Context: an optimization exercise on an open-source flow, tuned for small area and a short achievable clock period. The choices shown serve that exercise and are no tape-out recipe.

==> inputs of run D <==
// ocosh_mdu
module ocosh_mdu (
    input  wire        clk,
    input  wire        rst,
    input  wire        start,
    input  wire [4:0]  op,
    input  wire [31:0] a,
    input  wire [31:0] b,
    input  wire        ct,
    output wire        ready,
    output reg         done,
    output wire [31:0] result,
    output wire        dv,
    output wire        sat
);
make LEC_CHECK=0 ABC_AREA=1 CAP_MARGIN=20 CORE_MARGIN=2 CORE_UTILIZATION=40 SLEW_MARGIN=20 finish   # period 11.0 ns
run.sh (not shown) runs the stock make flow with config.mk's settings and CLKGATE_MAP_FILE= SYNTH_SCRIPT=/design/flow/synth_recipe.tcl, a recipe that flattens the netlist after the stock synthesis.
==> run R: changes against run D <==
==> flow/flow/run.sh (new file) <==
#!/bin/bash
# Standard layout, with the port buffers made from sky130_fd_sc_hd__buf_2
# instead of the cell buffer_ports picks by itself.
set -euo pipefail
export BUFFER_PORTS_ARGS="-buffer_cell sky130_fd_sc_hd__buf_2"
bash standard.sh > standard.log 2>&1
==> flow/standard.sh (new file) <==
#!/bin/bash
# synth_recipe.tcl (not shown) runs the flow's synth.tcl, then flattens the netlist and writes it again
# the make line also repeats each setting of config.mk as NAME=value (left out here)
make -C /OpenROAD-flow-scripts/flow DESIGN_CONFIG=/design/flow/config.mk WORK_HOME=/design/flow/orfs CLKGATE_MAP_FILE= SYNTH_SCRIPT=/design/flow/synth_recipe.tcl "${@:-finish}"
removed: flow/run.sh
==> run A: changes against run D <==
--- a/flow/design.v
+++ b/flow/design.v
@@ -434,19 +434,22 @@
     wire mt211 = mt136 ^ pu3[33] ^ accl[31];
     wire mt212 = (mt136 & pu3[33]) | (mt136 & accl[31]) | (pu3[33] & accl[31]);
     wire mt213 = accl[32] ^ 1'b1;
     wire mt214 = accl[32] & 1'b1;
     wire mt215 = accl[33] ^ 1'b1;
     wire mt216 = accl[33] & 1'b1;
     wire [43:0] mt_r0 = {1'b1, mt216, mt214, mt212, mt210, mt208, mt206, mt204, mt202, mt200, mt198, mt196, mt194, mt192, mt190, mt188, mt186, mt184, mt182, mt180, mt178, mt176, mt174, mt172, mt170, mt168, mt166, mt164, mt162, mt160, mt158, mt156, mt154, mt152, mt150, mt148, mt146, mt144, mt142, mt140, mt138, mt137, pu0[1], pu0[0]};
     wire [43:0] mt_r1 = {1'b0, 1'b1, mt215, mt213, mt211, mt209, mt207, mt205, mt203, mt201, mt199, mt197, mt195, mt193, mt191, mt189, mt187, mt185, mt183, mt181, mt179, mt177, mt175, mt173, mt171, mt169, mt167, mt165, mt163, mt161, mt159, mt157, mt155, mt153, mt151, mt149, mt147, mt145, mt143, mt141, mt139, bneg[1], 1'b0, bneg[0]};
-    wire [43:0] mv_a = mt_r0;
-    wire [43:0] mv_b = mt_r1;
-    wire mv_ci = 1'b0;
+    wire        dstep = ~o_mul;
+    wire [43:0] cpa_x = dstep ? {11'h0, 1'b0, ph} : mt_r0;
+    wire [43:0] cpa_y = dstep ? {11'h0, ~ra} : mt_r1;
+    wire [43:0] mv_a = cpa_x;
+    wire [43:0] mv_b = cpa_y;
+    wire mv_ci = dstep;
     wire [43:0] mv_p = mv_a ^ mv_b;
     wire [43:0] mv_g = mv_a & mv_b;
     wire mv_G0 = mv_g[0] | (mv_p[0] & mv_ci);
     wire mv_G_1 = mv_g[1] | (mv_p[1] & mv_G0);
     wire mv_G_2 = mv_g[3] | (mv_p[3] & mv_g[2]);
     wire mv_P_3 = mv_p[3] & mv_p[2];
     wire mv_G_4 = mv_g[5] | (mv_p[5] & mv_g[4]);
     wire mv_P_5 = mv_p[5] & mv_p[4];
@@ -682,111 +685,18 @@
     wire ahi_m_G_50 = ahi_m_g[18] | (ahi_m_p[18] & ahi_m_G_40);
     wire ahi_m_G_51 = ahi_m_g[20] | (ahi_m_p[20] & ahi_m_G_36);
     wire [21:0] ahi_m_c = {ahi_m_G_51, ahi_m_G_36, ahi_m_G_50, ahi_m_G_40, ahi_m_G_49, ahi_m_G_34, ahi_m_G_48, ahi_m_G_39, ahi_m_G_47, ahi_m_G_35, ahi_m_G_46, ahi_m_G_38, ahi_m_G_45, ahi_m_G_31, ahi_m_G_44, ahi_m_G_37, ahi_m_G_43, ahi_m_G_22, ahi_m_G_42, ahi_m_G_1, ahi_m_G0, ahi_m_ci};
     wire [21:0] ahi_m = ahi_m_p ^ ahi_m_c;
     wire ahi_m_co = ahi_m_G_41;
     wire [21:0] nhi = (mv[43:42] == 2'b01) ? ahi_p :
                       (mv[43:42] == 2'b11) ? ahi_m : ahi;
     wire [63:0] acc_next = {nhi, mv[41:0]};
-    wire [32:0] dd1_a = {1'b0, ph};
-    wire [32:0] dd1_b = ~ra;
-    wire dd1_ci = 1'b1;
-    wire [32:0] dd1_p = dd1_a ^ dd1_b;
-    wire [32:0] dd1_g = dd1_a & dd1_b;
-    wire dd1_G0 = dd1_g[0] | (dd1_p[0] & dd1_ci);
-    wire dd1_G_1 = dd1_g[1] | (dd1_p[1] & dd1_G0);
-    wire dd1_G_2 = dd1_g[3] | (dd1_p[3] & dd1_g[2]);
-    wire dd1_P_3 = dd1_p[3] & dd1_p[2];
-    wire dd1_G_4 = dd1_g[5] | (dd1_p[5] & dd1_g[4]);
-    wire dd1_P_5 = dd1_p[5] & dd1_p[4];
-    wire dd1_G_6 = dd1_g[7] | (dd1_p[7] & dd1_g[6]);
-    wire dd1_P_7 = dd1_p[7] & dd1_p[6];
-    wire dd1_G_8 = dd1_g[9] | (dd1_p[9] & dd1_g[8]);
-    wire dd1_P_9 = dd1_p[9] & dd1_p[8];
-    wire dd1_G_10 = dd1_g[11] | (dd1_p[11] & dd1_g[10]);
-    wire dd1_P_11 = dd1_p[11] & dd1_p[10];
-    wire dd1_G_12 = dd1_g[13] | (dd1_p[13] & dd1_g[12]);
-    wire dd1_P_13 = dd1_p[13] & dd1_p[12];
-    wire dd1_G_14 = dd1_g[15] | (dd1_p[15] & dd1_g[14]);
-    wire dd1_P_15 = dd1_p[15] & dd1_p[14];
-    wire dd1_G_16 = dd1_g[17] | (dd1_p[17] & dd1_g[16]);
-    wire dd1_P_17 = dd1_p[17] & dd1_p[16];
-    wire dd1_G_18 = dd1_g[19] | (dd1_p[19] & dd1_g[18]);
-    wire dd1_P_19 = dd1_p[19] & dd1_p[18];
-    wire dd1_G_20 = dd1_g[21] | (dd1_p[21] & dd1_g[20]);
-    wire dd1_P_21 = dd1_p[21] & dd1_p[20];
-    wire dd1_G_22 = dd1_g[23] | (dd1_p[23] & dd1_g[22]);
-    wire dd1_P_23 = dd1_p[23] & dd1_p[22];
-    wire dd1_G_24 = dd1_g[25] | (dd1_p[25] & dd1_g[24]);
-    wire dd1_P_25 = dd1_p[25] & dd1_p[24];
-    wire dd1_G_26 = dd1_g[27] | (dd1_p[27] & dd1_g[26]);
-    wire dd1_P_27 = dd1_p[27] & dd1_p[26];
-    wire dd1_G_28 = dd1_g[29] | (dd1_p[29] & dd1_g[28]);
-    wire dd1_P_29 = dd1_p[29] & dd1_p[28];
-    wire dd1_G_30 = dd1_g[31] | (dd1_p[31] & dd1_g[30]);
-    wire dd1_P_31 = dd1_p[31] & dd1_p[30];
-    wire dd1_G_32 = dd1_G_2 | (dd1_P_3 & dd1_G_1);
-    wire dd1_G_33 = dd1_G_6 | (dd1_P_7 & dd1_G_4);
-    wire dd1_P_34 = dd1_P_7 & dd1_P_5;
-    wire dd1_G_35 = dd1_G_10 | (dd1_P_11 & dd1_G_8);
-    wire dd1_P_36 = dd1_P_11 & dd1_P_9;
-    wire dd1_G_37 = dd1_G_14 | (dd1_P_15 & dd1_G_12);
-    wire dd1_P_38 = dd1_P_15 & dd1_P_13;
-    wire dd1_G_39 = dd1_G_18 | (dd1_P_19 & dd1_G_16);
-    wire dd1_P_40 = dd1_P_19 & dd1_P_17;
-    wire dd1_G_41 = dd1_G_22 | (dd1_P_23 & dd1_G_20);
-    wire dd1_P_42 = dd1_P_23 & dd1_P_21;
-    wire dd1_G_43 = dd1_G_26 | (dd1_P_27 & dd1_G_24);
-    wire dd1_P_44 = dd1_P_27 & dd1_P_25;
-    wire dd1_G_45 = dd1_G_30 | (dd1_P_31 & dd1_G_28);
-    wire dd1_P_46 = dd1_P_31 & dd1_P_29;
-    wire dd1_G_47 = dd1_G_33 | (dd1_P_34 & dd1_G_32);
-    wire dd1_G_48 = dd1_G_37 | (dd1_P_38 & dd1_G_35);
-    wire dd1_P_49 = dd1_P_38 & dd1_P_36;
-    wire dd1_G_50 = dd1_G_41 | (dd1_P_42 & dd1_G_39);
-    wire dd1_P_51 = dd1_P_42 & dd1_P_40;
-    wire dd1_G_52 = dd1_G_45 | (dd1_P_46 & dd1_G_43);
-    wire dd1_P_53 = dd1_P_46 & dd1_P_44;
-    wire dd1_G_54 = dd1_G_48 | (dd1_P_49 & dd1_G_47);
-    wire dd1_G_55 = dd1_G_52 | (dd1_P_53 & dd1_G_50);
-    wire dd1_P_56 = dd1_P_53 & dd1_P_51;
-    wire dd1_G_57 = dd1_G_55 | (dd1_P_56 & dd1_G_54);
-    wire dd1_G_58 = dd1_G_50 | (dd1_P_51 & dd1_G_54);
-    wire dd1_G_59 = dd1_G_35 | (dd1_P_36 & dd1_G_47);
-    wire dd1_G_60 = dd1_G_39 | (dd1_P_40 & dd1_G_54);
-    wire dd1_G_61 = dd1_G_43 | (dd1_P_44 & dd1_G_58);
-    wire dd1_G_62 = dd1_G_4 | (dd1_P_5 & dd1_G_32);
-    wire dd1_G_63 = dd1_G_8 | (dd1_P_9 & dd1_G_47);
-    wire dd1_G_64 = dd1_G_12 | (dd1_P_13 & dd1_G_59);
-    wire dd1_G_65 = dd1_G_16 | (dd1_P_17 & dd1_G_54);
-    wire dd1_G_66 = dd1_G_20 | (dd1_P_21 & dd1_G_60);
-    wire dd1_G_67 = dd1_G_24 | (dd1_P_25 & dd1_G_58);
-    wire dd1_G_68 = dd1_G_28 | (dd1_P_29 & dd1_G_61);
-    wire dd1_G_69 = dd1_g[2] | (dd1_p[2] & dd1_G_1);
-    wire dd1_G_70 = dd1_g[4] | (dd1_p[4] & dd1_G_32);
-    wire dd1_G_71 = dd1_g[6] | (dd1_p[6] & dd1_G_62);
-    wire dd1_G_72 = dd1_g[8] | (dd1_p[8] & dd1_G_47);
-    wire dd1_G_73 = dd1_g[10] | (dd1_p[10] & dd1_G_63);
-    wire dd1_G_74 = dd1_g[12] | (dd1_p[12] & dd1_G_59);
-    wire dd1_G_75 = dd1_g[14] | (dd1_p[14] & dd1_G_64);
-    wire dd1_G_76 = dd1_g[16] | (dd1_p[16] & dd1_G_54);
-    wire dd1_G_77 = dd1_g[18] | (dd1_p[18] & dd1_G_65);
-    wire dd1_G_78 = dd1_g[20] | (dd1_p[20] & dd1_G_60);
-    wire dd1_G_79 = dd1_g[22] | (dd1_p[22] & dd1_G_66);
-    wire dd1_G_80 = dd1_g[24] | (dd1_p[24] & dd1_G_58);
-    wire dd1_G_81 = dd1_g[26] | (dd1_p[26] & dd1_G_67);
-    wire dd1_G_82 = dd1_g[28] | (dd1_p[28] & dd1_G_61);
-    wire dd1_G_83 = dd1_g[30] | (dd1_p[30] & dd1_G_68);
-    wire dd1_G_84 = dd1_g[32] | (dd1_p[32] & dd1_G_57);
-    wire [32:0] dd1_c = {dd1_G_57, dd1_G_83, dd1_G_68, dd1_G_82, dd1_G_61, dd1_G_81, dd1_G_67, dd1_G_80, dd1_G_58, dd1_G_79, dd1_G_66, dd1_G_78, dd1_G_60, dd1_G_77, dd1_G_65, dd1_G_76, dd1_G_54, dd1_G_75, dd1_G_64, dd1_G_74, dd1_G_59, dd1_G_73, dd1_G_63, dd1_G_72, dd1_G_47, dd1_G_71, dd1_G_62, dd1_G_70, dd1_G_32, dd1_G_69, dd1_G_1, dd1_G0, dd1_ci};
-    wire [32:0] dd1 = dd1_p ^ dd1_c;
-    wire dd1_co = dd1_G_84;
-    wire        dq1 = dd1_co;
-    wire [31:0] dr1 = dq1 ? dd1[31:0] : ph;
+    wire        dq1 = mv_c[33];
+    wire [31:0] dr1 = dq1 ? mv[31:0] : ph;
     wire [32:0] dd2_a = {1'b0, dr1};
     wire [32:0] dd2_b = ~{1'b0, ra[32:1]};
     wire dd2_ci = 1'b1;
     wire [32:0] dd2_p = dd2_a ^ dd2_b;
     wire [32:0] dd2_g = dd2_a & dd2_b;
     wire dd2_G0 = dd2_g[0] | (dd2_p[0] & dd2_ci);
     wire dd2_G_1 = dd2_g[1] | (dd2_p[1] & dd2_G0);
     wire dd2_G_2 = dd2_g[3] | (dd2_p[3] & dd2_g[2]);
- SETUP_SLACK_MARGIN: unset -> 3
==> summary of the runs <==
Run R ran to the end with no violations. Run A completed without violations. Run D went through all stages and came out clean. Via count: run A > run R > run D. The lowest final cell count belongs to run R, the highest to run A. In run R the count of clock-buffer cells in the layout is lower than in run A, by 2. Critical path depth, lowest first: run R, run A, run D. The highest maximum frequency belongs to run A, the lowest to run R.
Function was not checked in any run of this note: the RTL went through the layout flow alone.

afterwards: timing with drivers on the ports:
The results above use ideal ports. As a check the final layouts listed here were re-extracted and re-timed, cells and wires unchanged. Step 1: set_driving_cell puts a clkbuf_16 on clk and a buf_2 on each other input, an assumption about the parent block. Step 2 moves the port delays by t, midway between the first and last clock arrival at a register: inputs arrive t later, outputs are due t later. That takes back most of the time a late clock gives input paths. a / b / c = ideal / step 1 / step 2; a / b = the first two.
run	t (ns)	setup slack, ns	worst hold slack (ns)	latest minus earliest clock arrival (ns)	slew at the worst register clock pin (ns)
run D	0.561	1.880 / 1.920 / 1.359	0.490 / 0.490 / 0.490	0.020 / 0.020	0.08 / 0.08
run R	0.557	1.862 / 1.869 / 1.312	0.481 / 0.481 / 0.481	0.028 / 0.028	0.08 / 0.08
run A	0.562	2.420 / 2.420 / 2.420	0.485 / 0.485 / 0.485	0.018 / 0.018	0.08 / 0.08
After both steps every run listed still meets setup and hold. For run R, which loses most, drivers alone change the setup slack by +0.007 ns; drivers and shift together by -0.550 ns.
